From an optimization exercise on the open Yosys and OpenROAD flow, aimed at small area and a short achievable clock period; shortcuts taken in it are not production practice. In this exercise RTL edits were held to simulation tests only and were not proved equivalent to the original. No activity file was given, so power comes from the tool's default toggle rates.

File: standard.sh
#!/bin/bash
# synth_recipe.tcl (not shown) runs the flow's synth.tcl, then flattens the netlist and writes it again
# the make line also repeats each setting of config.mk as NAME=value (left out here)
make -C /OpenROAD-flow-scripts/flow DESIGN_CONFIG=/design/flow/config.mk WORK_HOME=/design/flow/orfs CLKGATE_MAP_FILE= SYNTH_SCRIPT=/design/flow/synth_recipe.tcl "${@:-finish}"
File: constraint.sdc
create_clock -name core_clock -period 10.0 [get_ports {clk}]
set_input_delay 2.0000 -clock core_clock [delete_from_list [all_inputs] [get_ports {clk}]]
set_output_delay 2.0000 -clock core_clock [all_outputs]
set_load 0.01 [all_outputs]
File: flow/run.sh
#!/bin/bash
# The standard layout (standard.sh), with these changes:
#  - the port buffers are sky130_fd_sc_hd__buf_1 instead of the delay-buffer
#    cell buffer_ports picks by default;
#  - timing repair after CTS aims for 5 ns of setup slack at the design's
#    10 ns clock (a shorter achieved period);
#  - no further timing repair after global routing.
# Make's output goes to flow_cts.log and flow_finish.log, each ORFS step's
# to orfs/logs/.
set -euo pipefail
BP="BUFFER_PORTS_ARGS=-buffer_cell sky130_fd_sc_hd__buf_1"
bash standard.sh "$BP" SETUP_SLACK_MARGIN=5 cts > flow_cts.log 2>&1
bash standard.sh "$BP" SKIP_INCREMENTAL_REPAIR=1 finish > flow_finish.log 2>&1
File: config.mk
export PLATFORM = sky130hd
export DESIGN_NAME = ecc80_64
export DESIGN_NICKNAME = ecc80_64
export VERILOG_FILES = /design/flow/design.v
export SDC_FILE = /design/flow/constraint.sdc
export NUM_CORES = 4
export LEC_CHECK = 0
export CAP_MARGIN = 20
export CORE_MARGIN = 2
export CORE_UTILIZATION = 60
export GPL_TIMING_DRIVEN = 0
export SLEW_MARGIN = 20
export SYNTH_HIERARCHICAL = 1
export SYNTH_MINIMUM_KEEP_SIZE = 0
File: design.v
module ecc_x2 (input wire a, input wire b, output wire y);
    assign y = a ^ b;
endmodule
module ecc_xn2 (input wire a, input wire b, output wire y);
    assign y = ~(a ^ b);
endmodule
module ecc_nand4 (input wire [3:0] a, output wire y);
    assign y = ~&a;
endmodule
module ecc_o22ai (input wire a1, input wire a2, input wire b1, input wire b2, output wire y);
    assign y = ~((a1 | a2) & (b1 | b2));
endmodule
module ecc_nor2 (input wire a, input wire b, output wire y);
    assign y = ~(a | b);
endmodule
module ecc_nor3 (input wire a, input wire b, input wire c, output wire y);
    assign y = ~(a | b | c);
endmodule
module ecc_nor4 (input wire a, input wire b, input wire c, input wire d, output wire y);
    assign y = ~(a | b | c | d);
endmodule
module ecc_and2 (input wire a, input wire b, output wire y);
    assign y = a & b;
endmodule
module ecc_a21oi (input wire a1, input wire a2, input wire b, output wire y);
    assign y = ~((a1 & a2) | b);
endmodule
module ecc_fix (input wire v, input wire s0, input wire z, output wire y);
    assign y = v ^ (s0 & z);
endmodule
module ecc80_64 (
    input  wire        clk,
    input  wire [63:0] enc_data,
    output reg  [15:0] enc_check,     
    input  wire [79:0] dec_word,
    output reg  [63:0] dec_data,      
    output reg  [1:0]  dec_status,    
    output reg  [3:0]  dec_symbol     
);
    wire xe0;
    ecc_x2  u_xe0 (.a(enc_data[1]), .b(enc_data[8]), .y(xe0));
    wire xe1;
    ecc_x2  u_xe1 (.a(enc_data[2]), .b(enc_data[9]), .y(xe1));
    wire xe2;
    ecc_x2  u_xe2 (.a(xe1), .b(enc_data[16]), .y(xe2));
    wire xe3;
    ecc_x2  u_xe3 (.a(enc_data[3]), .b(enc_data[10]), .y(xe3));
    wire xe4;
    ecc_x2  u_xe4 (.a(enc_data[17]), .b(enc_data[24]), .y(xe4));
    wire xe5;
    ecc_x2  u_xe5 (.a(xe3), .b(xe4), .y(xe5));
    wire xe6;
    ecc_x2  u_xe6 (.a(enc_data[4]), .b(enc_data[11]), .y(xe6));
    wire xe7;
    ecc_x2  u_xe7 (.a(enc_data[18]), .b(enc_data[25]), .y(xe7));
    wire xe8;
    ecc_x2  u_xe8 (.a(xe6), .b(xe7), .y(xe8));
    wire xe9;
    ecc_x2  u_xe9 (.a(xe8), .b(enc_data[32]), .y(xe9));
    wire xe10;
    ecc_x2  u_xe10 (.a(enc_data[5]), .b(enc_data[12]), .y(xe10));
    wire xe11;
    ecc_x2  u_xe11 (.a(enc_data[19]), .b(enc_data[26]), .y(xe11));
    wire xe12;
    ecc_x2  u_xe12 (.a(enc_data[33]), .b(enc_data[40]), .y(xe12));
    wire xe13;
    ecc_x2  u_xe13 (.a(xe10), .b(xe11), .y(xe13));
    wire xe14;
    ecc_x2  u_xe14 (.a(xe13), .b(xe12), .y(xe14));
    wire xe15;
    ecc_x2  u_xe15 (.a(enc_data[6]), .b(enc_data[13]), .y(xe15));
    wire xe16;
    ecc_x2  u_xe16 (.a(enc_data[20]), .b(enc_data[27]), .y(xe16));
    wire xe17;
    ecc_x2  u_xe17 (.a(enc_data[34]), .b(enc_data[41]), .y(xe17));
    wire xe18;
    ecc_x2  u_xe18 (.a(xe15), .b(xe16), .y(xe18));
    wire xe19;
    ecc_x2  u_xe19 (.a(xe17), .b(enc_data[48]), .y(xe19));
    wire xe20;
    ecc_x2  u_xe20 (.a(xe18), .b(xe19), .y(xe20));
    wire xe21;
    ecc_x2  u_xe21 (.a(enc_data[7]), .b(enc_data[14]), .y(xe21));
    wire xe22;
    ecc_x2  u_xe22 (.a(enc_data[21]), .b(enc_data[28]), .y(xe22));
    wire xe23;
    ecc_x2  u_xe23 (.a(enc_data[35]), .b(enc_data[42]), .y(xe23));
    wire xe24;
    ecc_x2  u_xe24 (.a(enc_data[49]), .b(enc_data[56]), .y(xe24));
    wire xe25;
    ecc_x2  u_xe25 (.a(xe21), .b(xe22), .y(xe25));
    wire xe26;
    ecc_x2  u_xe26 (.a(xe23), .b(xe24), .y(xe26));
    wire xe27;
    ecc_x2  u_xe27 (.a(xe25), .b(xe26), .y(xe27));
    wire xe28;
    ecc_x2  u_xe28 (.a(enc_data[15]), .b(enc_data[22]), .y(xe28));
    wire xe29;
    ecc_x2  u_xe29 (.a(enc_data[29]), .b(enc_data[36]), .y(xe29));
    wire xe30;
    ecc_x2  u_xe30 (.a(enc_data[43]), .b(enc_data[50]), .y(xe30));
    wire xe31;
    ecc_x2  u_xe31 (.a(xe28), .b(xe29), .y(xe31));
    wire xe32;
    ecc_x2  u_xe32 (.a(xe30), .b(enc_data[57]), .y(xe32));
    wire xe33;
    ecc_x2  u_xe33 (.a(xe31), .b(xe32), .y(xe33));
    wire xe34;
    ecc_x2  u_xe34 (.a(enc_data[23]), .b(enc_data[30]), .y(xe34));
    wire xe35;
    ecc_x2  u_xe35 (.a(enc_data[37]), .b(enc_data[44]), .y(xe35));
    wire xe36;
    ecc_x2  u_xe36 (.a(enc_data[51]), .b(enc_data[58]), .y(xe36));
    wire xe37;
    ecc_x2  u_xe37 (.a(xe34), .b(xe35), .y(xe37));
    wire xe38;
    ecc_x2  u_xe38 (.a(xe37), .b(xe36), .y(xe38));
    wire xe39;
    ecc_x2  u_xe39 (.a(enc_data[31]), .b(enc_data[38]), .y(xe39));
    wire xe40;
    ecc_x2  u_xe40 (.a(enc_data[45]), .b(enc_data[52]), .y(xe40));
    wire xe41;
    ecc_x2  u_xe41 (.a(xe39), .b(xe40), .y(xe41));
    wire xe42;
    ecc_x2  u_xe42 (.a(xe41), .b(enc_data[59]), .y(xe42));
    wire xe43;
    ecc_x2  u_xe43 (.a(enc_data[39]), .b(enc_data[46]), .y(xe43));
    wire xe44;
    ecc_x2  u_xe44 (.a(enc_data[53]), .b(enc_data[60]), .y(xe44));
    wire xe45;
    ecc_x2  u_xe45 (.a(xe43), .b(xe44), .y(xe45));
    wire xe46;
    ecc_x2  u_xe46 (.a(enc_data[47]), .b(enc_data[54]), .y(xe46));
    wire xe47;
    ecc_x2  u_xe47 (.a(xe46), .b(enc_data[61]), .y(xe47));
    wire xe48;
    ecc_x2  u_xe48 (.a(enc_data[55]), .b(enc_data[62]), .y(xe48));
    wire xe49;
    ecc_x2  u_xe49 (.a(enc_data[0]), .b(enc_data[8]), .y(xe49));
    wire xe50;
    ecc_x2  u_xe50 (.a(enc_data[16]), .b(enc_data[24]), .y(xe50));
    wire xe51;
    ecc_x2  u_xe51 (.a(enc_data[32]), .b(enc_data[40]), .y(xe51));
    wire xe52;
    ecc_x2  u_xe52 (.a(enc_data[48]), .b(enc_data[56]), .y(xe52));
    wire xe53;
    ecc_x2  u_xe53 (.a(xe49), .b(xe50), .y(xe53));
    wire xe54;
    ecc_x2  u_xe54 (.a(xe51), .b(xe52), .y(xe54));
    wire xe55;
    ecc_x2  u_xe55 (.a(xe53), .b(xe54), .y(xe55));
    wire xe56;
    ecc_x2  u_xe56 (.a(enc_data[1]), .b(enc_data[9]), .y(xe56));
    wire xe57;
    ecc_x2  u_xe57 (.a(enc_data[17]), .b(enc_data[25]), .y(xe57));
    wire xe58;
    ecc_x2  u_xe58 (.a(enc_data[33]), .b(enc_data[41]), .y(xe58));
    wire xe59;
    ecc_x2  u_xe59 (.a(enc_data[49]), .b(enc_data[57]), .y(xe59));
    wire xe60;
    ecc_x2  u_xe60 (.a(xe56), .b(xe57), .y(xe60));
    wire xe61;
    ecc_x2  u_xe61 (.a(xe58), .b(xe59), .y(xe61));
    wire xe62;
    ecc_x2  u_xe62 (.a(xe60), .b(xe61), .y(xe62));
    wire xe63;
    ecc_x2  u_xe63 (.a(enc_data[2]), .b(enc_data[10]), .y(xe63));
    wire xe64;
    ecc_x2  u_xe64 (.a(enc_data[18]), .b(enc_data[26]), .y(xe64));
    wire xe65;
    ecc_x2  u_xe65 (.a(enc_data[34]), .b(enc_data[42]), .y(xe65));
    wire xe66;
    ecc_x2  u_xe66 (.a(enc_data[50]), .b(enc_data[58]), .y(xe66));
    wire xe67;
    ecc_x2  u_xe67 (.a(xe63), .b(xe64), .y(xe67));
    wire xe68;
    ecc_x2  u_xe68 (.a(xe65), .b(xe66), .y(xe68));
    wire xe69;
    ecc_x2  u_xe69 (.a(xe67), .b(xe68), .y(xe69));
    wire xe70;
    ecc_x2  u_xe70 (.a(enc_data[3]), .b(enc_data[11]), .y(xe70));
    wire xe71;
    ecc_x2  u_xe71 (.a(enc_data[19]), .b(enc_data[27]), .y(xe71));
    wire xe72;
    ecc_x2  u_xe72 (.a(enc_data[35]), .b(enc_data[43]), .y(xe72));
    wire xe73;
    ecc_x2  u_xe73 (.a(enc_data[51]), .b(enc_data[59]), .y(xe73));
    wire xe74;
    ecc_x2  u_xe74 (.a(xe70), .b(xe71), .y(xe74));
    wire xe75;
    ecc_x2  u_xe75 (.a(xe72), .b(xe73), .y(xe75));
    wire xe76;
    ecc_x2  u_xe76 (.a(xe74), .b(xe75), .y(xe76));
    wire xe77;
    ecc_x2  u_xe77 (.a(enc_data[4]), .b(enc_data[12]), .y(xe77));
    wire xe78;
    ecc_x2  u_xe78 (.a(enc_data[20]), .b(enc_data[28]), .y(xe78));
    wire xe79;
    ecc_x2  u_xe79 (.a(enc_data[36]), .b(enc_data[44]), .y(xe79));
    wire xe80;
    ecc_x2  u_xe80 (.a(enc_data[52]), .b(enc_data[60]), .y(xe80));
    wire xe81;
    ecc_x2  u_xe81 (.a(xe77), .b(xe78), .y(xe81));
    wire xe82;
    ecc_x2  u_xe82 (.a(xe79), .b(xe80), .y(xe82));
    wire xe83;
    ecc_x2  u_xe83 (.a(xe81), .b(xe82), .y(xe83));
    wire xe84;
    ecc_x2  u_xe84 (.a(enc_data[5]), .b(enc_data[13]), .y(xe84));
    wire xe85;
    ecc_x2  u_xe85 (.a(enc_data[21]), .b(enc_data[29]), .y(xe85));
    wire xe86;
    ecc_x2  u_xe86 (.a(enc_data[37]), .b(enc_data[45]), .y(xe86));
    wire xe87;
    ecc_x2  u_xe87 (.a(enc_data[53]), .b(enc_data[61]), .y(xe87));
    wire xe88;
    ecc_x2  u_xe88 (.a(xe84), .b(xe85), .y(xe88));
    wire xe89;
    ecc_x2  u_xe89 (.a(xe86), .b(xe87), .y(xe89));
    wire xe90;
    ecc_x2  u_xe90 (.a(xe88), .b(xe89), .y(xe90));
    wire xe91;
    ecc_x2  u_xe91 (.a(enc_data[6]), .b(enc_data[14]), .y(xe91));
    wire xe92;
    ecc_x2  u_xe92 (.a(enc_data[22]), .b(enc_data[30]), .y(xe92));
    wire xe93;
    ecc_x2  u_xe93 (.a(enc_data[38]), .b(enc_data[46]), .y(xe93));
    wire xe94;
    ecc_x2  u_xe94 (.a(enc_data[54]), .b(enc_data[62]), .y(xe94));
    wire xe95;
    ecc_x2  u_xe95 (.a(xe91), .b(xe92), .y(xe95));
    wire xe96;
    ecc_x2  u_xe96 (.a(xe93), .b(xe94), .y(xe96));
    wire xe97;
    ecc_x2  u_xe97 (.a(xe95), .b(xe96), .y(xe97));
    wire xe98;
    ecc_x2  u_xe98 (.a(enc_data[7]), .b(enc_data[15]), .y(xe98));
    wire xe99;
    ecc_x2  u_xe99 (.a(enc_data[23]), .b(enc_data[31]), .y(xe99));
    wire xe100;
    ecc_x2  u_xe100 (.a(enc_data[39]), .b(enc_data[47]), .y(xe100));
    wire xe101;
    ecc_x2  u_xe101 (.a(enc_data[55]), .b(enc_data[63]), .y(xe101));
    wire xe102;
    ecc_x2  u_xe102 (.a(xe98), .b(xe99), .y(xe102));
    wire xe103;
    ecc_x2  u_xe103 (.a(xe100), .b(xe101), .y(xe103));
    wire xe104;
    ecc_x2  u_xe104 (.a(xe102), .b(xe103), .y(xe104));
    wire xe105;
    ecc_x2  u_xe105 (.a(xe42), .b(xe69), .y(xe105));
    wire xe106;
    ecc_x2  u_xe106 (.a(xe47), .b(xe76), .y(xe106));
    wire xe107;
    ecc_x2  u_xe107 (.a(xe48), .b(xe83), .y(xe107));
    wire xe108;
    ecc_x2  u_xe108 (.a(xe38), .b(xe62), .y(xe108));
    wire xe109;
    ecc_x2  u_xe109 (.a(xe45), .b(xe106), .y(xe109));
    wire xe110;
    ecc_x2  u_xe110 (.a(xe105), .b(xe109), .y(xe110));
    wire xe111;
    ecc_x2  u_xe111 (.a(xe90), .b(xe107), .y(xe111));
    wire xe112;
    ecc_x2  u_xe112 (.a(xe55), .b(xe108), .y(xe112));
    wire xe113;
    ecc_x2  u_xe113 (.a(xe33), .b(xe112), .y(xe113));
    wire xe114;
    ecc_x2  u_xe114 (.a(enc_data[63]), .b(xe111), .y(xe114));
    wire xe115;
    ecc_x2  u_xe115 (.a(xe97), .b(xe114), .y(xe115));
    wire xe116;
    ecc_x2  u_xe116 (.a(xe27), .b(xe110), .y(xe116));
    wire xe117;
    ecc_x2  u_xe117 (.a(xe104), .b(xe115), .y(xe117));
    wire xe118;
    ecc_x2  u_xe118 (.a(xe20), .b(xe113), .y(xe118));
    wire xe119;
    ecc_x2  u_xe119 (.a(enc_data[0]), .b(xe117), .y(xe119));
    wire xe120;
    ecc_x2  u_xe120 (.a(xe0), .b(xe20), .y(xe120));
    wire xe121;
    ecc_x2  u_xe121 (.a(xe5), .b(xe118), .y(xe121));
    wire xe122;
    ecc_x2  u_xe122 (.a(xe2), .b(xe116), .y(xe122));
    wire xe123;
    ecc_x2  u_xe123 (.a(xe9), .b(xe27), .y(xe123));
    wire xe124;
    ecc_x2  u_xe124 (.a(xe120), .b(xe123), .y(xe124));
    wire xe125;
    ecc_x2  u_xe125 (.a(xe9), .b(xe113), .y(xe125));
    wire xe126;
    ecc_x2  u_xe126 (.a(xe14), .b(xe110), .y(xe126));
    wire xe127;
    ecc_x2  u_xe127 (.a(xe110), .b(xe120), .y(xe127));
    wire xe128;
    ecc_x2  u_xe128 (.a(xe116), .b(xe125), .y(xe128));
    wire xe129;
    ecc_x2  u_xe129 (.a(xe14), .b(xe118), .y(xe129));
    wire xe130;
    ecc_x2  u_xe130 (.a(xe113), .b(xe126), .y(xe130));
    wire xe131;
    ecc_x2  u_xe131 (.a(xe122), .b(xe129), .y(xe131));
    wire xe132;
    ecc_x2  u_xe132 (.a(xe116), .b(xe121), .y(xe132));
    wire xe133;
    ecc_x2  u_xe133 (.a(xe117), .b(xe127), .y(xe133));
    wire xe134;
    ecc_x2  u_xe134 (.a(xe47), .b(xe124), .y(xe134));
    wire xe135;
    ecc_x2  u_xe135 (.a(xe106), .b(xe124), .y(xe135));
    wire xe136;
    ecc_x2  u_xe136 (.a(enc_data[0]), .b(xe115), .y(xe136));
    wire xe137;
    ecc_x2  u_xe137 (.a(xe114), .b(xe128), .y(xe137));
    wire xe138;
    ecc_x2  u_xe138 (.a(xe130), .b(xe136), .y(xe138));
    wire xe139;
    ecc_x2  u_xe139 (.a(xe62), .b(xe122), .y(xe139));
    wire xe140;
    ecc_x2  u_xe140 (.a(xe105), .b(xe121), .y(xe140));
    wire xe141;
    ecc_x2  u_xe141 (.a(xe42), .b(xe121), .y(xe141));
    wire xe142;
    ecc_x2  u_xe142 (.a(xe115), .b(xe128), .y(xe142));
    wire xe143;
    ecc_x2  u_xe143 (.a(xe119), .b(xe134), .y(xe143));
    wire xe144;
    ecc_x2  u_xe144 (.a(xe112), .b(xe133), .y(xe144));
    wire xe145;
    ecc_x2  u_xe145 (.a(xe83), .b(xe131), .y(xe145));
    wire xe146;
    ecc_x2  u_xe146 (.a(xe119), .b(xe122), .y(xe146));
    wire xe147;
    ecc_x2  u_xe147 (.a(xe119), .b(xe135), .y(xe147));
    wire xe148;
    ecc_x2  u_xe148 (.a(xe107), .b(xe132), .y(xe148));
    wire xe149;
    ecc_x2  u_xe149 (.a(xe111), .b(xe132), .y(xe149));
    wire xe150;
    ecc_x2  u_xe150 (.a(xe119), .b(xe139), .y(xe150));
    wire xe151;
    ecc_x2  u_xe151 (.a(xe119), .b(xe130), .y(xe151));
    wire xe152;
    ecc_x2  u_xe152 (.a(xe108), .b(xe133), .y(xe152));
    wire [15:0] enc_c = {xe151, xe142, xe149, xe145, xe143, xe140, xe146, xe152, xe138, xe137, xe148, xe131, xe147, xe141, xe150, xe144};
    always @(posedge clk)
        enc_check <= enc_c;
    wire xs0;
    ecc_x2  u_xs0 (.a(dec_word[54]), .b(dec_word[75]), .y(xs0));
    wire xs1;
    ecc_x2  u_xs1 (.a(dec_word[47]), .b(dec_word[68]), .y(xs1));
    wire xs2;
    ecc_x2  u_xs2 (.a(xs0), .b(xs1), .y(xs2));
    wire xs3;
    ecc_x2  u_xs3 (.a(dec_word[31]), .b(dec_word[45]), .y(xs3));
    wire xs4;
    ecc_x2  u_xs4 (.a(dec_word[51]), .b(dec_word[72]), .y(xs4));
    wire xs5;
    ecc_x2  u_xs5 (.a(dec_word[55]), .b(dec_word[62]), .y(xs5));
    wire xs6;
    ecc_x2  u_xs6 (.a(dec_word[46]), .b(dec_word[67]), .y(xs6));
    wire xs7;
    ecc_x2  u_xs7 (.a(dec_word[59]), .b(dec_word[73]), .y(xs7));
    wire xs8;
    ecc_x2  u_xs8 (.a(dec_word[53]), .b(dec_word[74]), .y(xs8));
    wire xs9;
    ecc_x2  u_xs9 (.a(dec_word[29]), .b(dec_word[43]), .y(xs9));
    wire xs10;
    ecc_x2  u_xs10 (.a(dec_word[50]), .b(dec_word[64]), .y(xs10));
    wire xs11;
    ecc_x2  u_xs11 (.a(dec_word[30]), .b(dec_word[44]), .y(xs11));
    wire xs12;
    ecc_x2  u_xs12 (.a(dec_word[23]), .b(dec_word[58]), .y(xs12));
    wire xs13;
    ecc_x2  u_xs13 (.a(dec_word[38]), .b(dec_word[66]), .y(xs13));
    wire xs14;
    ecc_x2  u_xs14 (.a(dec_word[15]), .b(dec_word[57]), .y(xs14));
    wire xs15;
    ecc_x2  u_xs15 (.a(dec_word[39]), .b(dec_word[60]), .y(xs15));
    wire xs16;
    ecc_x2  u_xs16 (.a(dec_word[37]), .b(dec_word[65]), .y(xs16));
    wire xs17;
    ecc_x2  u_xs17 (.a(dec_word[22]), .b(dec_word[36]), .y(xs17));
    wire xs18;
    ecc_x2  u_xs18 (.a(dec_word[69]), .b(dec_word[76]), .y(xs18));
    wire xs19;
    ecc_x2  u_xs19 (.a(xs10), .b(xs17), .y(xs19));
    wire xs20;
    ecc_x2  u_xs20 (.a(xs3), .b(xs13), .y(xs20));
    wire xs21;
    ecc_x2  u_xs21 (.a(xs5), .b(xs18), .y(xs21));
    wire xs22;
    ecc_x2  u_xs22 (.a(xs4), .b(xs11), .y(xs22));
    wire xs23;
    ecc_x2  u_xs23 (.a(xs12), .b(xs16), .y(xs23));
    wire xs24;
    ecc_x2  u_xs24 (.a(dec_word[52]), .b(xs7), .y(xs24));
    wire xs25;
    ecc_x2  u_xs25 (.a(xs8), .b(xs15), .y(xs25));
    wire xs26;
    ecc_x2  u_xs26 (.a(xs9), .b(xs14), .y(xs26));
    wire xs27;
    ecc_x2  u_xs27 (.a(xs22), .b(xs23), .y(xs27));
    wire xs28;
    ecc_x2  u_xs28 (.a(xs19), .b(xs26), .y(xs28));
    wire xs29;
    ecc_x2  u_xs29 (.a(xs20), .b(xs24), .y(xs29));
    wire xs30;
    ecc_x2  u_xs30 (.a(dec_word[70]), .b(dec_word[77]), .y(xs30));
    wire xs31;
    ecc_x2  u_xs31 (.a(dec_word[71]), .b(dec_word[78]), .y(xs31));
    wire xs32;
    ecc_x2  u_xs32 (.a(dec_word[61]), .b(dec_word[79]), .y(xs32));
    wire xs33;
    ecc_x2  u_xs33 (.a(xs6), .b(xs25), .y(xs33));
    wire xs34;
    ecc_x2  u_xs34 (.a(xs2), .b(xs21), .y(xs34));
    wire xs35;
    ecc_x2  u_xs35 (.a(dec_word[21]), .b(dec_word[61]), .y(xs35));
    wire xs36;
    ecc_x2  u_xs36 (.a(dec_word[63]), .b(xs30), .y(xs36));
    wire xs37;
    ecc_x2  u_xs37 (.a(xs27), .b(xs28), .y(xs37));
    wire xs38;
    ecc_x2  u_xs38 (.a(xs28), .b(xs34), .y(xs38));
    wire xs39;
    ecc_x2  u_xs39 (.a(xs29), .b(xs33), .y(xs39));
    wire xs40;
    ecc_x2  u_xs40 (.a(dec_word[44]), .b(dec_word[76]), .y(xs40));
    wire xs41;
    ecc_x2  u_xs41 (.a(dec_word[19]), .b(dec_word[27]), .y(xs41));
    wire xs42;
    ecc_x2  u_xs42 (.a(dec_word[52]), .b(dec_word[68]), .y(xs42));
    wire xs43;
    ecc_x2  u_xs43 (.a(dec_word[49]), .b(dec_word[56]), .y(xs43));
    wire xs44;
    ecc_x2  u_xs44 (.a(dec_word[45]), .b(dec_word[77]), .y(xs44));
    wire xs45;
    ecc_x2  u_xs45 (.a(dec_word[0]), .b(dec_word[8]), .y(xs45));
    wire xs46;
    ecc_x2  u_xs46 (.a(dec_word[53]), .b(dec_word[69]), .y(xs46));
    wire xs47;
    ecc_x2  u_xs47 (.a(dec_word[35]), .b(dec_word[43]), .y(xs47));
    wire xs48;
    ecc_x2  u_xs48 (.a(dec_word[20]), .b(dec_word[48]), .y(xs48));
    wire xs49;
    ecc_x2  u_xs49 (.a(dec_word[14]), .b(dec_word[78]), .y(xs49));
    wire xs50;
    ecc_x2  u_xs50 (.a(dec_word[23]), .b(dec_word[79]), .y(xs50));
    wire xs51;
    ecc_x2  u_xs51 (.a(dec_word[4]), .b(dec_word[18]), .y(xs51));
    wire xs52;
    ecc_x2  u_xs52 (.a(dec_word[12]), .b(dec_word[40]), .y(xs52));
    wire xs53;
    ecc_x2  u_xs53 (.a(dec_word[51]), .b(dec_word[75]), .y(xs53));
    wire xs54;
    ecc_x2  u_xs54 (.a(dec_word[25]), .b(dec_word[49]), .y(xs54));
    wire xs55;
    ecc_x2  u_xs55 (.a(dec_word[7]), .b(dec_word[55]), .y(xs55));
    wire xs56;
    ecc_x2  u_xs56 (.a(dec_word[10]), .b(dec_word[24]), .y(xs56));
    wire xs57;
    ecc_x2  u_xs57 (.a(dec_word[63]), .b(dec_word[71]), .y(xs57));
    wire xs58;
    ecc_x2  u_xs58 (.a(dec_word[6]), .b(dec_word[22]), .y(xs58));
    wire xs59;
    ecc_x2  u_xs59 (.a(dec_word[33]), .b(dec_word[65]), .y(xs59));
    wire xs60;
    ecc_x2  u_xs60 (.a(dec_word[28]), .b(dec_word[36]), .y(xs60));
    wire xs61;
    ecc_x2  u_xs61 (.a(dec_word[4]), .b(dec_word[20]), .y(xs61));
    wire xs62;
    ecc_x2  u_xs62 (.a(dec_word[3]), .b(dec_word[59]), .y(xs62));
    wire xs63;
    ecc_x2  u_xs63 (.a(dec_word[24]), .b(dec_word[32]), .y(xs63));
    wire xs64;
    ecc_x2  u_xs64 (.a(dec_word[50]), .b(dec_word[66]), .y(xs64));
    wire xs65;
    ecc_x2  u_xs65 (.a(dec_word[56]), .b(dec_word[64]), .y(xs65));
    wire xs66;
    ecc_x2  u_xs66 (.a(dec_word[17]), .b(dec_word[57]), .y(xs66));
    wire xs67;
    ecc_x2  u_xs67 (.a(dec_word[2]), .b(dec_word[74]), .y(xs67));
    wire xs68;
    ecc_x2  u_xs68 (.a(dec_word[13]), .b(dec_word[37]), .y(xs68));
    wire xs69;
    ecc_x2  u_xs69 (.a(dec_word[34]), .b(dec_word[42]), .y(xs69));
    wire xs70;
    ecc_x2  u_xs70 (.a(dec_word[15]), .b(dec_word[31]), .y(xs70));
    wire xs71;
    ecc_x2  u_xs71 (.a(dec_word[6]), .b(dec_word[41]), .y(xs71));
    wire xs72;
    ecc_x2  u_xs72 (.a(dec_word[26]), .b(dec_word[58]), .y(xs72));
    wire xs73;
    ecc_x2  u_xs73 (.a(dec_word[39]), .b(dec_word[47]), .y(xs73));
    wire xs74;
    ecc_x2  u_xs74 (.a(dec_word[54]), .b(dec_word[62]), .y(xs74));
    wire xs75;
    ecc_x2  u_xs75 (.a(dec_word[19]), .b(dec_word[33]), .y(xs75));
    wire xs76;
    ecc_x2  u_xs76 (.a(dec_word[7]), .b(dec_word[42]), .y(xs76));
    wire xs77;
    ecc_x2  u_xs77 (.a(dec_word[41]), .b(dec_word[73]), .y(xs77));
    wire xs78;
    ecc_x2  u_xs78 (.a(dec_word[48]), .b(dec_word[72]), .y(xs78));
    wire xs79;
    ecc_x2  u_xs79 (.a(dec_word[14]), .b(dec_word[35]), .y(xs79));
    wire xs80;
    ecc_x2  u_xs80 (.a(dec_word[10]), .b(dec_word[18]), .y(xs80));
    wire xs81;
    ecc_x2  u_xs81 (.a(dec_word[13]), .b(dec_word[27]), .y(xs81));
    wire xs82;
    ecc_x2  u_xs82 (.a(dec_word[1]), .b(dec_word[9]), .y(xs82));
    wire xs83;
    ecc_x2  u_xs83 (.a(dec_word[32]), .b(dec_word[63]), .y(xs83));
    wire xs84;
    ecc_x2  u_xs84 (.a(dec_word[30]), .b(dec_word[38]), .y(xs84));
    wire xs85;
    ecc_x2  u_xs85 (.a(dec_word[5]), .b(dec_word[26]), .y(xs85));
    wire xs86;
    ecc_x2  u_xs86 (.a(dec_word[12]), .b(dec_word[60]), .y(xs86));
    wire xs87;
    ecc_x2  u_xs87 (.a(dec_word[2]), .b(dec_word[16]), .y(xs87));
    wire xs88;
    ecc_x2  u_xs88 (.a(dec_word[11]), .b(dec_word[25]), .y(xs88));
    wire xs89;
    ecc_x2  u_xs89 (.a(dec_word[1]), .b(dec_word[8]), .y(xs89));
    wire xs90;
    ecc_x2  u_xs90 (.a(dec_word[3]), .b(dec_word[17]), .y(xs90));
    wire xs91;
    ecc_x2  u_xs91 (.a(dec_word[5]), .b(dec_word[29]), .y(xs91));
    wire xs92;
    ecc_x2  u_xs92 (.a(dec_word[0]), .b(dec_word[61]), .y(xs92));
    wire xs93;
    ecc_x2  u_xs93 (.a(dec_word[46]), .b(dec_word[70]), .y(xs93));
    wire xs94;
    ecc_x2  u_xs94 (.a(dec_word[16]), .b(dec_word[40]), .y(xs94));
    wire xs95;
    ecc_x2  u_xs95 (.a(dec_word[11]), .b(dec_word[67]), .y(xs95));
    wire xs96;
    ecc_x2  u_xs96 (.a(dec_word[34]), .b(xs48), .y(xs96));
    wire xs97;
    ecc_x2  u_xs97 (.a(xs30), .b(xs83), .y(xs97));
    wire xs98;
    ecc_x2  u_xs98 (.a(xs63), .b(xs65), .y(xs98));
    wire xs99;
    ecc_x2  u_xs99 (.a(xs70), .b(xs73), .y(xs99));
    wire xs100;
    ecc_x2  u_xs100 (.a(xs32), .b(xs56), .y(xs100));
    wire xs101;
    ecc_x2  u_xs101 (.a(xs35), .b(xs46), .y(xs101));
    wire xs102;
    ecc_x2  u_xs102 (.a(dec_word[28]), .b(xs43), .y(xs102));
    wire xs103;
    ecc_x2  u_xs103 (.a(xs32), .b(xs71), .y(xs103));
    wire xs104;
    ecc_x2  u_xs104 (.a(xs72), .b(xs80), .y(xs104));
    wire xs105;
    ecc_x2  u_xs105 (.a(xs59), .b(xs66), .y(xs105));
    wire xs106;
    ecc_x2  u_xs106 (.a(xs64), .b(xs69), .y(xs106));
    wire xs107;
    ecc_x2  u_xs107 (.a(xs58), .b(xs74), .y(xs107));
    wire xs108;
    ecc_x2  u_xs108 (.a(xs50), .b(xs55), .y(xs108));
    wire xs109;
    ecc_x2  u_xs109 (.a(xs41), .b(xs47), .y(xs109));
    wire xs110;
    ecc_x2  u_xs110 (.a(xs60), .b(xs61), .y(xs110));
    wire xs111;
    ecc_x2  u_xs111 (.a(xs42), .b(xs86), .y(xs111));
    wire xs112;
    ecc_x2  u_xs112 (.a(xs44), .b(xs68), .y(xs112));
    wire xs113;
    ecc_x2  u_xs113 (.a(xs78), .b(xs94), .y(xs113));
    wire xs114;
    ecc_x2  u_xs114 (.a(xs54), .b(xs82), .y(xs114));
    wire xs115;
    ecc_x2  u_xs115 (.a(xs53), .b(xs62), .y(xs115));
    wire xs116;
    ecc_x2  u_xs116 (.a(xs49), .b(xs84), .y(xs116));
    wire xs117;
    ecc_x2  u_xs117 (.a(xs31), .b(xs87), .y(xs117));
    wire xs118;
    ecc_x2  u_xs118 (.a(xs35), .b(xs79), .y(xs118));
    wire xs119;
    ecc_x2  u_xs119 (.a(xs52), .b(xs75), .y(xs119));
    wire xs120;
    ecc_x2  u_xs120 (.a(xs31), .b(xs85), .y(xs120));
    wire xs121;
    ecc_x2  u_xs121 (.a(dec_word[9]), .b(xs32), .y(xs121));
    wire xs122;
    ecc_x2  u_xs122 (.a(xs31), .b(xs89), .y(xs122));
    wire xs123;
    ecc_x2  u_xs123 (.a(xs6), .b(xs90), .y(xs123));
    wire xs124;
    ecc_x2  u_xs124 (.a(xs51), .b(xs88), .y(xs124));
    wire xs125;
    ecc_x2  u_xs125 (.a(xs101), .b(xs112), .y(xs125));
    wire xs126;
    ecc_x2  u_xs126 (.a(xs110), .b(xs111), .y(xs126));
    wire xs127;
    ecc_x2  u_xs127 (.a(xs77), .b(xs114), .y(xs127));
    wire xs128;
    ecc_x2  u_xs128 (.a(xs45), .b(xs98), .y(xs128));
    wire xs129;
    ecc_x2  u_xs129 (.a(xs67), .b(xs106), .y(xs129));
    wire xs130;
    ecc_x2  u_xs130 (.a(xs2), .b(xs25), .y(xs130));
    wire xs131;
    ecc_x2  u_xs131 (.a(xs109), .b(xs115), .y(xs131));
    wire xs132;
    ecc_x2  u_xs132 (.a(xs57), .b(xs108), .y(xs132));
    wire xs133;
    ecc_x2  u_xs133 (.a(xs21), .b(xs36), .y(xs133));
    wire xs134;
    ecc_x2  u_xs134 (.a(xs81), .b(xs103), .y(xs134));
    wire xs135;
    ecc_x2  u_xs135 (.a(xs93), .b(xs116), .y(xs135));
    wire xs136;
    ecc_x2  u_xs136 (.a(xs76), .b(xs102), .y(xs136));
    wire xs137;
    ecc_x2  u_xs137 (.a(xs97), .b(xs124), .y(xs137));
    wire xs138;
    ecc_x2  u_xs138 (.a(xs117), .b(xs121), .y(xs138));
    wire xs139;
    ecc_x2  u_xs139 (.a(xs2), .b(xs96), .y(xs139));
    wire xs140;
    ecc_x2  u_xs140 (.a(xs36), .b(xs92), .y(xs140));
    wire xs141;
    ecc_x2  u_xs141 (.a(xs100), .b(xs123), .y(xs141));
    wire xs142;
    ecc_x2  u_xs142 (.a(xs119), .b(xs120), .y(xs142));
    wire xs143;
    ecc_x2  u_xs143 (.a(xs27), .b(xs133), .y(xs143));
    wire xs144;
    ecc_x2  u_xs144 (.a(xs134), .b(xs139), .y(xs144));
    wire xs145;
    ecc_x2  u_xs145 (.a(xs130), .b(xs141), .y(xs145));
    wire xs146;
    ecc_x2  u_xs146 (.a(xs29), .b(xs138), .y(xs146));
    wire xs147;
    ecc_x2  u_xs147 (.a(xs27), .b(xs142), .y(xs147));
    wire xs148;
    ecc_x2  u_xs148 (.a(xs33), .b(xs34), .y(xs148));
    wire xs149;
    ecc_x2  u_xs149 (.a(xs95), .b(xs131), .y(xs149));
    wire xs150;
    ecc_x2  u_xs150 (.a(xs40), .b(xs126), .y(xs150));
    wire xs151;
    ecc_x2  u_xs151 (.a(xs113), .b(xs128), .y(xs151));
    wire xs152;
    ecc_x2  u_xs152 (.a(xs29), .b(xs137), .y(xs152));
    wire xs153;
    ecc_x2  u_xs153 (.a(xs104), .b(xs129), .y(xs153));
    wire xs154;
    ecc_x2  u_xs154 (.a(xs91), .b(xs125), .y(xs154));
    wire xs155;
    ecc_x2  u_xs155 (.a(xs99), .b(xs132), .y(xs155));
    wire xs156;
    ecc_x2  u_xs156 (.a(xs118), .b(xs136), .y(xs156));
    wire xs157;
    ecc_x2  u_xs157 (.a(xs105), .b(xs127), .y(xs157));
    wire xs158;
    ecc_x2  u_xs158 (.a(xs107), .b(xs135), .y(xs158));
    wire xs159;
    ecc_x2  u_xs159 (.a(xs38), .b(xs140), .y(xs159));
    wire xs160;
    ecc_x2  u_xs160 (.a(xs122), .b(xs143), .y(xs160));
    wire xs161;
    ecc_x2  u_xs161 (.a(xs37), .b(xs145), .y(xs161));
    wire xs162;
    ecc_x2  u_xs162 (.a(xs39), .b(xs147), .y(xs162));
    wire xs163;
    ecc_x2  u_xs163 (.a(xs38), .b(xs146), .y(xs163));
    wire xs164;
    ecc_x2  u_xs164 (.a(xs148), .b(xs156), .y(xs164));
    wire xs165;
    ecc_x2  u_xs165 (.a(xs37), .b(xs152), .y(xs165));
    wire xs166;
    ecc_x2  u_xs166 (.a(xs39), .b(xs144), .y(xs166));
    wire [7:0] s0 = {xs155, xs158, xs154, xs150, xs149, xs153, xs157, xs151};
    wire [7:0] s1 = {xs164, xs166, xs162, xs165, xs161, xs163, xs160, xs159};
    wire xt0;
    ecc_x2  u_xt0 (.a(s0[6]), .b(s0[7]), .y(xt0));
    wire xt1;
    ecc_x2  u_xt1 (.a(s0[4]), .b(s0[5]), .y(xt1));
    wire xt2;
    ecc_x2  u_xt2 (.a(s0[3]), .b(s0[7]), .y(xt2));
    wire xt3;
    ecc_x2  u_xt3 (.a(s0[0]), .b(s0[6]), .y(xt3));
    wire xt4;
    ecc_x2  u_xt4 (.a(s0[1]), .b(s0[5]), .y(xt4));
    wire xt5;
    ecc_x2  u_xt5 (.a(s0[3]), .b(s0[4]), .y(xt5));
    wire xt6;
    ecc_x2  u_xt6 (.a(s0[2]), .b(xt0), .y(xt6));
    wire xt7;
    ecc_x2  u_xt7 (.a(s0[1]), .b(s0[2]), .y(xt7));
    wire xt8;
    ecc_x2  u_xt8 (.a(xt1), .b(xt3), .y(xt8));
    wire xt9;
    ecc_x2  u_xt9 (.a(xt0), .b(xt4), .y(xt9));
    wire xt10;
    ecc_x2  u_xt10 (.a(s0[3]), .b(xt1), .y(xt10));
    wire xt11;
    ecc_x2  u_xt11 (.a(s0[2]), .b(xt5), .y(xt11));
    wire xt12;
    ecc_x2  u_xt12 (.a(s0[2]), .b(s1[3]), .y(xt12));
    wire xt13;
    ecc_x2  u_xt13 (.a(s0[7]), .b(s1[2]), .y(xt13));
    wire xt14;
    ecc_x2  u_xt14 (.a(xt2), .b(xt7), .y(xt14));
    wire xt15;
    ecc_x2  u_xt15 (.a(s0[3]), .b(s0[6]), .y(xt15));
    wire xt16;
    ecc_x2  u_xt16 (.a(s1[3]), .b(xt0), .y(xt16));
    wire xt17;
    ecc_x2  u_xt17 (.a(s0[1]), .b(xt5), .y(xt17));
    wire xt18;
    ecc_x2  u_xt18 (.a(xt3), .b(xt7), .y(xt18));
    wire xt19;
    ecc_x2  u_xt19 (.a(s0[4]), .b(s1[2]), .y(xt19));
    wire xt20;
    ecc_x2  u_xt20 (.a(s1[3]), .b(xt1), .y(xt20));
    wire xt21;
    ecc_x2  u_xt21 (.a(s0[0]), .b(s0[2]), .y(xt21));
    wire xt22;
    ecc_x2  u_xt22 (.a(s1[2]), .b(xt2), .y(xt22));
    wire xt23;
    ecc_xn2 u_xt23 (.a(s0[1]), .b(s1[1]), .y(xt23));
    wire xt24;
    ecc_xn2 u_xt24 (.a(s0[6]), .b(s1[0]), .y(xt24));
    wire xt25;
    ecc_xn2 u_xt25 (.a(s0[7]), .b(s1[7]), .y(xt25));
    wire xt26;
    ecc_x2  u_xt26 (.a(s0[5]), .b(xt3), .y(xt26));
    wire xt27;
    ecc_xn2 u_xt27 (.a(s0[4]), .b(s1[7]), .y(xt27));
    wire xt28;
    ecc_x2  u_xt28 (.a(xt1), .b(xt21), .y(xt28));
    wire xt29;
    ecc_xn2 u_xt29 (.a(s1[4]), .b(xt2), .y(xt29));
    wire xt30;
    ecc_x2  u_xt30 (.a(s1[2]), .b(xt4), .y(xt30));
    wire xt31;
    ecc_xn2 u_xt31 (.a(s0[5]), .b(s1[6]), .y(xt31));
    wire xt32;
    ecc_xn2 u_xt32 (.a(s0[0]), .b(s1[1]), .y(xt32));
    wire xt33;
    ecc_xn2 u_xt33 (.a(s1[2]), .b(xt3), .y(xt33));
    wire xt34;
    ecc_xn2 u_xt34 (.a(s0[6]), .b(s1[1]), .y(xt34));
    wire xt35;
    ecc_xn2 u_xt35 (.a(s0[0]), .b(s1[0]), .y(xt35));
    wire xt36;
    ecc_x2  u_xt36 (.a(s0[0]), .b(xt2), .y(xt36));
    wire xt37;
    ecc_xn2 u_xt37 (.a(s1[5]), .b(xt2), .y(xt37));
    wire xt38;
    ecc_xn2 u_xt38 (.a(s0[5]), .b(s1[5]), .y(xt38));
    wire xt39;
    ecc_xn2 u_xt39 (.a(s1[6]), .b(xt2), .y(xt39));
    wire xt40;
    ecc_x2  u_xt40 (.a(s1[4]), .b(xt4), .y(xt40));
    wire xt41;
    ecc_x2  u_xt41 (.a(s0[0]), .b(s1[3]), .y(xt41));
    wire xt42;
    ecc_xn2 u_xt42 (.a(s1[0]), .b(xt2), .y(xt42));
    wire xt43;
    ecc_x2  u_xt43 (.a(s0[5]), .b(xt15), .y(xt43));
    wire xt44;
    ecc_xn2 u_xt44 (.a(s0[5]), .b(s1[0]), .y(xt44));
    wire xt45;
    ecc_xn2 u_xt45 (.a(s0[6]), .b(s1[7]), .y(xt45));
    wire xt46;
    ecc_xn2 u_xt46 (.a(s0[7]), .b(s1[1]), .y(xt46));
    wire xt47;
    ecc_xn2 u_xt47 (.a(s1[7]), .b(xt2), .y(xt47));
    wire xt48;
    ecc_xn2 u_xt48 (.a(s0[3]), .b(s1[3]), .y(xt48));
    wire xt49;
    ecc_xn2 u_xt49 (.a(s0[4]), .b(s1[4]), .y(xt49));
    wire xt50;
    ecc_xn2 u_xt50 (.a(s1[1]), .b(xt2), .y(xt50));
    wire xt51;
    ecc_xn2 u_xt51 (.a(s0[4]), .b(s1[5]), .y(xt51));
    wire xt52;
    ecc_xn2 u_xt52 (.a(s0[4]), .b(s1[6]), .y(xt52));
    wire xt53;
    ecc_xn2 u_xt53 (.a(s0[4]), .b(s1[1]), .y(xt53));
    wire xt54;
    ecc_x2  u_xt54 (.a(s1[2]), .b(xt0), .y(xt54));
    wire xt55;
    ecc_xn2 u_xt55 (.a(s0[6]), .b(s1[6]), .y(xt55));
    wire xt56;
    ecc_xn2 u_xt56 (.a(s0[5]), .b(s1[7]), .y(xt56));
    wire xt57;
    ecc_xn2 u_xt57 (.a(s0[2]), .b(s1[2]), .y(xt57));
    wire xt58;
    ecc_xn2 u_xt58 (.a(s0[4]), .b(s1[0]), .y(xt58));
    wire xt59;
    ecc_xn2 u_xt59 (.a(s0[7]), .b(s1[0]), .y(xt59));
    wire xt60;
    ecc_xn2 u_xt60 (.a(s0[5]), .b(s1[1]), .y(xt60));
    wire xt61;
    ecc_xn2 u_xt61 (.a(s0[7]), .b(xt12), .y(xt61));
    wire xt62;
    ecc_xn2 u_xt62 (.a(s1[4]), .b(xt11), .y(xt62));
    wire xt63;
    ecc_xn2 u_xt63 (.a(s1[7]), .b(xt8), .y(xt63));
    wire xt64;
    ecc_xn2 u_xt64 (.a(s1[4]), .b(xt10), .y(xt64));
    wire xt65;
    ecc_xn2 u_xt65 (.a(xt17), .b(xt54), .y(xt65));
    wire xt66;
    ecc_xn2 u_xt66 (.a(s1[0]), .b(xt6), .y(xt66));
    wire xt67;
    ecc_xn2 u_xt67 (.a(s1[7]), .b(xt11), .y(xt67));
    wire xt68;
    ecc_xn2 u_xt68 (.a(s1[5]), .b(xt9), .y(xt68));
    wire xt69;
    ecc_xn2 u_xt69 (.a(xt5), .b(xt16), .y(xt69));
    wire xt70;
    ecc_xn2 u_xt70 (.a(s1[3]), .b(xt26), .y(xt70));
    wire xt71;
    ecc_xn2 u_xt71 (.a(xt15), .b(xt30), .y(xt71));
    wire xt72;
    ecc_xn2 u_xt72 (.a(xt12), .b(xt36), .y(xt72));
    wire xt73;
    ecc_xn2 u_xt73 (.a(xt17), .b(xt41), .y(xt73));
    wire xt74;
    ecc_xn2 u_xt74 (.a(s1[5]), .b(xt6), .y(xt74));
    wire xt75;
    ecc_xn2 u_xt75 (.a(s1[6]), .b(xt14), .y(xt75));
    wire xt76;
    ecc_xn2 u_xt76 (.a(s0[6]), .b(xt19), .y(xt76));
    wire xt77;
    ecc_xn2 u_xt77 (.a(s1[6]), .b(xt9), .y(xt77));
    wire xt78;
    ecc_xn2 u_xt78 (.a(s1[5]), .b(xt14), .y(xt78));
    wire xt79;
    ecc_xn2 u_xt79 (.a(s1[4]), .b(xt14), .y(xt79));
    wire xt80;
    ecc_xn2 u_xt80 (.a(s1[1]), .b(xt6), .y(xt80));
    wire xt81;
    ecc_xn2 u_xt81 (.a(s0[7]), .b(xt20), .y(xt81));
    wire xt82;
    ecc_xn2 u_xt82 (.a(s1[0]), .b(xt9), .y(xt82));
    wire xt83;
    ecc_xn2 u_xt83 (.a(xt12), .b(xt43), .y(xt83));
    wire xt84;
    ecc_xn2 u_xt84 (.a(s1[0]), .b(xt8), .y(xt84));
    wire xt85;
    ecc_xn2 u_xt85 (.a(s0[1]), .b(xt13), .y(xt85));
    wire xt86;
    ecc_xn2 u_xt86 (.a(s1[7]), .b(xt6), .y(xt86));
    wire xt87;
    ecc_xn2 u_xt87 (.a(xt6), .b(xt19), .y(xt87));
    wire xt88;
    ecc_xn2 u_xt88 (.a(s1[4]), .b(xt8), .y(xt88));
    wire xt89;
    ecc_xn2 u_xt89 (.a(s1[6]), .b(xt8), .y(xt89));
    wire xt90;
    ecc_xn2 u_xt90 (.a(s0[5]), .b(xt13), .y(xt90));
    wire xt91;
    ecc_xn2 u_xt91 (.a(s0[5]), .b(xt22), .y(xt91));
    wire xt92;
    ecc_xn2 u_xt92 (.a(s1[1]), .b(xt9), .y(xt92));
    wire xt93;
    ecc_xn2 u_xt93 (.a(s1[4]), .b(xt6), .y(xt93));
    wire xt94;
    ecc_xn2 u_xt94 (.a(s0[1]), .b(xt16), .y(xt94));
    wire xt95;
    ecc_xn2 u_xt95 (.a(s1[1]), .b(xt8), .y(xt95));
    wire xt96;
    ecc_xn2 u_xt96 (.a(xt13), .b(xt28), .y(xt96));
    wire xt97;
    ecc_xn2 u_xt97 (.a(s1[7]), .b(xt9), .y(xt97));
    wire xt98;
    ecc_xn2 u_xt98 (.a(s1[6]), .b(xt6), .y(xt98));
    wire xt99;
    ecc_xn2 u_xt99 (.a(s1[7]), .b(xt10), .y(xt99));
    wire xt100;
    ecc_xn2 u_xt100 (.a(s1[5]), .b(xt11), .y(xt100));
    wire xt101;
    ecc_xn2 u_xt101 (.a(s1[6]), .b(xt11), .y(xt101));
    wire xt102;
    ecc_xn2 u_xt102 (.a(s1[5]), .b(xt8), .y(xt102));
    wire xt103;
    ecc_xn2 u_xt103 (.a(s1[4]), .b(xt18), .y(xt103));
    wire xt104;
    ecc_xn2 u_xt104 (.a(xt7), .b(xt20), .y(xt104));
    wire xt105;
    ecc_xn2 u_xt105 (.a(s1[0]), .b(xt10), .y(xt105));
    wire xt106;
    ecc_xn2 u_xt106 (.a(s1[6]), .b(xt10), .y(xt106));
    wire xt107;
    ecc_xn2 u_xt107 (.a(s1[5]), .b(xt18), .y(xt107));
    wire xt108;
    ecc_xn2 u_xt108 (.a(s1[5]), .b(xt10), .y(xt108));
    wire xt109;
    ecc_xn2 u_xt109 (.a(s1[4]), .b(xt9), .y(xt109));
    wire xt110;
    ecc_xn2 u_xt110 (.a(s0[0]), .b(xt40), .y(xt110));
    wire [7:0] tn0 = {xt25, xt55, xt38, xt49, xt48, xt57, xt23, xt35};
    wire [7:0] tn1 = {xt45, xt31, xt51, xt29, xt61, xt85, xt32, xt59};
    wire [7:0] tn2 = {xt56, xt52, xt37, xt93, xt94, xt33, xt46, xt24};
    wire [7:0] tn3 = {xt27, xt39, xt74, xt109, xt70, xt90, xt34, xt44};
    wire [7:0] tn4 = {xt47, xt98, xt68, xt88, xt81, xt76, xt60, xt58};
    wire [7:0] tn5 = {xt86, xt77, xt102, xt64, xt69, xt91, xt53, xt42};
    wire [7:0] tn6 = {xt97, xt89, xt108, xt62, xt83, xt87, xt50, xt66};
    wire [7:0] tn7 = {xt63, xt106, xt100, xt79, xt104, xt71, xt80, xt82};
    wire [7:0] tn8 = {xt99, xt101, xt78, xt103, xt73, xt96, xt92, xt84};
    wire [7:0] tn9 = {xt67, xt75, xt107, xt110, xt72, xt65, xt95, xt105};
    wire [79:0] tn = {tn9, tn8, tn7, tn6, tn5, tn4, tn3, tn2, tn1, tn0};
    wire [9:0] na, nb;
    genvar g;
    generate
        for (g = 0; g < 10; g = g + 1) begin : g_z
            ecc_nand4 u_na (.a(tn[8*g +: 4]), .y(na[g]));
            ecc_nand4 u_nb (.a(tn[8*g+4 +: 4]), .y(nb[g]));
        end
    endgenerate
    wire [9:0] z;
    generate
        for (g = 0; g < 10; g = g + 1) begin : g_zz
            ecc_nor2 u_z (.a(na[g]), .b(nb[g]), .y(z[g]));
        end
    endgenerate
    wire [63:0] fixed;
    generate
        for (g = 0; g < 64; g = g + 1) begin : g_fix
            ecc_fix u_fix (.v(dec_word[g]), .s0(s0[g % 8]), .z(z[g / 8]), .y(fixed[g]));
        end
    endgenerate
    wire w01, w23, w45, w67, w89, w02, w46;
    ecc_o22ai u_w01 (.a1(na[0]), .a2(nb[0]), .b1(na[1]), .b2(nb[1]), .y(w01));
    ecc_o22ai u_w23 (.a1(na[2]), .a2(nb[2]), .b1(na[3]), .b2(nb[3]), .y(w23));
    ecc_o22ai u_w45 (.a1(na[4]), .a2(nb[4]), .b1(na[5]), .b2(nb[5]), .y(w45));
    ecc_o22ai u_w67 (.a1(na[6]), .a2(nb[6]), .b1(na[7]), .b2(nb[7]), .y(w67));
    ecc_o22ai u_w89 (.a1(na[8]), .a2(nb[8]), .b1(na[9]), .b2(nb[9]), .y(w89));
    ecc_o22ai u_w02 (.a1(na[0]), .a2(nb[0]), .b1(na[2]), .b2(nb[2]), .y(w02));
    ecc_o22ai u_w46 (.a1(na[4]), .a2(nb[4]), .b1(na[6]), .b2(nb[6]), .y(w46));
    wire [3:0] symbol;
    wire       w4567n, unc, s0z, corr;
    ecc_nor3 u_sy0 (.a(w02), .b(w46), .c(z[8]), .y(symbol[0]));
    ecc_nor3 u_sy1 (.a(w01), .b(w45), .c(w89), .y(symbol[1]));
    ecc_nor3 u_sy2 (.a(w01), .b(w23), .c(w89), .y(symbol[2]));
    ecc_nor4 u_sy3 (.a(w01), .b(w23), .c(w45), .d(w67), .y(symbol[3]));
    ecc_nor2 u_w4567n (.a(w45), .b(w67), .y(w4567n));
    ecc_and2 u_unc (.a(symbol[2]), .b(w4567n), .y(unc));
    assign s0z = ~|s0;
    ecc_a21oi u_corr (.a1(symbol[2]), .a2(w4567n), .b(s0z), .y(corr));
    always @(posedge clk) begin
        dec_data   <= fixed;
        dec_status <= {unc, corr};
        dec_symbol <= symbol;
    end
endmodule
==> qor.tcl <==
set qor(status) {timing/DRC/antenna clean}
set qor(die_width_um) 109
set qor(global_route.usage.met2) 0.559
set qor(syn-num-nets) 836
set qor(critPathMaxFanout) 3
set qor(timing.final.setup_violations) 0
set qor(wire_length_of_the_first_global_routing_pass_mm) 29.1
set qor(mappedNetlistArea_um2) 6580
set qor(postPlaceCellArea_um2) 7810
set qor(gp_congestion) 0.889
set qor(area.growth.synth_to_final_pct) 26.5
set qor(final-max-slew-violation-count) 0
set qor(comb_power_share) 0.797
set qor(initial_core_utilization) 0.610
set qor(largest_net_degree_at_the_start_of_global_routing) 18
set qor(design_power_total_mw) 3.46
set qor(hold_path_class) {in2reg}
set qor(most_common_cell_after_layout_fill_and_taps_aside) {sky130_fd_sc_hd__xor2_1}
set qor(synth.lib_cells_used.distinct) 12
set qor(drt-initial-drc-count) 303
set qor(antenna_violations_before_repair) 0
set qor(total_cts_buffers) 9
set qor(n_antenna_cell) 0
set qor(io_pins) 231
set qor(cts_tree) {yes}
set qor(root_cell_of_the_clock_tree) {sky130_fd_sc_hd__clkbuf_8}
set qor(final_nets) 1096
set qor(post-cts-setup-buffer-count) 17
set qor(cts.reportedPaths.clkPinSlew_ps) 90
set qor(timing.critical_path.mode_cell) {sky130_fd_sc_hd__xor2_1}
set qor(period_needed_ps) 5240
set qor(setup-tns-final_ps) 0
set qor(ctsLongestPathBuffers) 2
set qor(synthesis.instances) 691
set qor(endpoint_kind) {register}
set qor(io_buffers) 230
set qor(grt_remaining_overflow) 0
set qor(clock_power_share) 0.068
set qor(net-switching-power_mw) 1.76
set qor(worstPathBufferInverterCount) 1
set qor(detailedPlacementHpwl_mm) 15.0
set qor(hold_violations) 0
set qor(pwr-share-seq) 0.135
set qor(most-common-layout-cells) {sky130_fd_sc_hd__xor2_1, sky130_fd_sc_hd__buf_1, sky130_fd_sc_hd__xnor2_1}
set qor(yosys_warnings) 7
set qor(fp.dieArea_um2) 11800
set qor(min_period_over_period) 0.524
set qor(worstSetupPathType) {in2reg}
set qor(routed_wire_length_per_instance_um) 17.5
set qor(core_area_um2) 10800
set qor(drt.antenna.violating_nets) 0
set qor(critPathRequiredTime_ps) 10270
set qor(worst_slew_margin_rel) 0.452
set qor(cts-resized-gates) 27
set qor(met1_usage) 0.396
set qor(synth.yosys.seq_area_share) 0.262
set qor(slowest_delay_ps) 490
set qor(vdd_ir_drop_max_uv) 297
set qor(dpl_worst_slack_ps) 3620
set qor(power_per_cell_area_nw_per_um2) 416
set qor(crit_path_top_delay_cell) {sky130_fd_sc_hd__xor2_1}
set qor(timing.final.ws_setup_ps) 4760
set qor(cts_hold_buffers) 0
set qor(grt-busiest-layer) {met2}
set qor(worst_hold_slack_ps) 1880
set qor(worst_slew_pin_slew_ps) 822
set qor(critical-path-top-delay-family) {XOR/XNOR gates}
set qor(clock_tree.htree_level_count) 3
set qor(layout.filler_cells) 804
set qor(final_layout_size_suffix_gt1_frac) 0.0764
set qor(final_cell_area_um2) 8330
set qor(route.detailed.drc) 0
set qor(synth.avg_cell_area_um2) 9.52
set qor(drt-pass1-iter-count) 5
set qor(grtUsageTotal) 0.332
set qor(critPathLaunchType) {input port}
set qor(cell_internal_pwr_mw) 1.70
set qor(max_cap_viol_count) 0
set qor(placement_rows) 38
set qor(cp_cell_sequence) {buf_1 -> xor2_1 -> xor2_1 -> xor2_1 -> xor2_1 -> xor2_2 -> xor2_1 -> xnor2_1 -> nand4_1 -> o22ai_1 -> nor3_2 -> and2_1}
set qor(gr-usage-met3) 0.0789
set qor(numClockSinks) 86
set qor(static-leakage-power_nw) 3.12
set qor(die_h_um) 109
set qor(max_freq_ghz) 0.191
set qor(route.detailed.vias_per_inst) 5.06
set qor(finalWirelength_mm) 19.2
set qor(grt_pass1_vias) 5677
set qor(power.switching_fraction) 0.508
set qor(register_bit_count_reported_by_yosys) 86
set qor(arrival_ps) 5510
set qor(vias) 5548
## final timing paths
path / startpoint / depth (start not counted) / endpoint
max: dec_word[54] / 12 / dec_status[1]
min: dec_word[21] / 2 / dec_data[21]
## registers in the layout, summed over array words and instances (netlist names)
register and count:
dec_status 2, dec_symbol 4, dec_data 64, enc_check 16
## modules after synthesis, one instance, submodules excluded
| module | cells inside | flip-flops and latches |
|---|---|---|
| ecc_xn2 | 1 | 0 |
| ecc_nor2 | 1 | 0 |
| ecc_nor4 | 1 | 0 |
| ecc80_64 | 89 | 86 |
| ecc_fix | 2 | 0 |
| ecc_and2 | 1 | 0 |
| ecc_o22ai | 1 | 0 |
| ecc_nand4 | 1 | 0 |
| ecc_nor3 | 1 | 0 |
| ecc_a21oi | 1 | 0 |
| ecc_x2 | 1 | 0 |
## power groups by stage
stage | Sequential [mW] | Combinational [mW] | Clock (mW)
after detailed placement | 0.474 | 2.51 | 0
final | 0.466 | 2.76 | 0.237
after CTS | 0.467 | 2.71 | 0.242
after global routing | 0.472 | 2.97 | 0.256
after floorplan | 0.508 | 1.98 | 0
after global placement | 0.474 | 2.40 | 0
## per-stage QoR
stage | util | cells
floorplan | - | 691
global placement | 0.719 | 1061
detailed placement | 0.724 | 1062
CTS | 0.772 | 1096
global route | 0.772 | 1096
finish | 0.772 | 1096
## per-layer routing
metal / share of wire / up-vias
met3: 0.085 / 59
li1: - / 2652
met2: 0.48 / 275
met1: 0.39 / 2562
met4: 0.045 / 0
met5: 0 / -
## Yosys cell counts (all sizes together)
cell type | n | area (um2)
nand4 | 20 | 125
o22ai | 7 | 43.8
nor4 | 1 | 12.5
nor3 | 3 | 30.0
a21oi | 1 | 8.76
xor2 | 351 | 3070
nand2 | 64 | 240
and2 | 1 | 6.26
dfxtp | 86 | 1720
xnor2 | 144 | 1260
or4 | 2 | 15.0
nor2 | 11 | 41.3
## area by class of cell
class / count / area, um2 / share of cell area
clock inverter: 7 / 67.6 / 0.00811
clock buffer: 9 / 124 / 0.0149
multi-input combinational: 606 / 5240 / 0.629
tap: 140 / 175 / 0.0210
timing repair buffer: 248 / 1000 / 0.120
sequential: 86 / 1720 / 0.207
## logic make-up (layout without fill, tap and decap cells)
group                  Yosys count  after routing  share of synthesized area
XOR/XNOR                       495            496                      0.659
AND/OR/NAND/NOR                102            102                     0.0715
flip-flops                      86             86                      0.262
AO/OA/AOI/OAI                    8              8                    0.00799
buffers and inverters            0            264                          0

-- port drivers added, routing unchanged --
In the flow no input, the clock included, has a driving cell. The finished layout below was timed again as built, in two steps. Step 1 assumes that a clkbuf_16 drives the clock port and a buf_2 every other input. Step 2 adds t to the input delays and takes it off the output delays; t is the mean of the earliest and latest rising clock arrival at the registers after step 1. Input paths then give back, and output paths get back, about the clock's delay inside the block. Three values: ideal, step 1, step 2; two values: the first two.
t (ns): 0.409
setup slack, ns: 4.760 / 4.760 / 4.351
worst setup path after step 2: input to register
latest minus earliest clock arrival (ns): 0.018 / 0.018
worst slew at a driven data input, ns: 0.07
After both steps this run still meets setup and hold. The setup slack of this run moves by 0.000 ns with the drivers and by -0.409 ns with both steps.
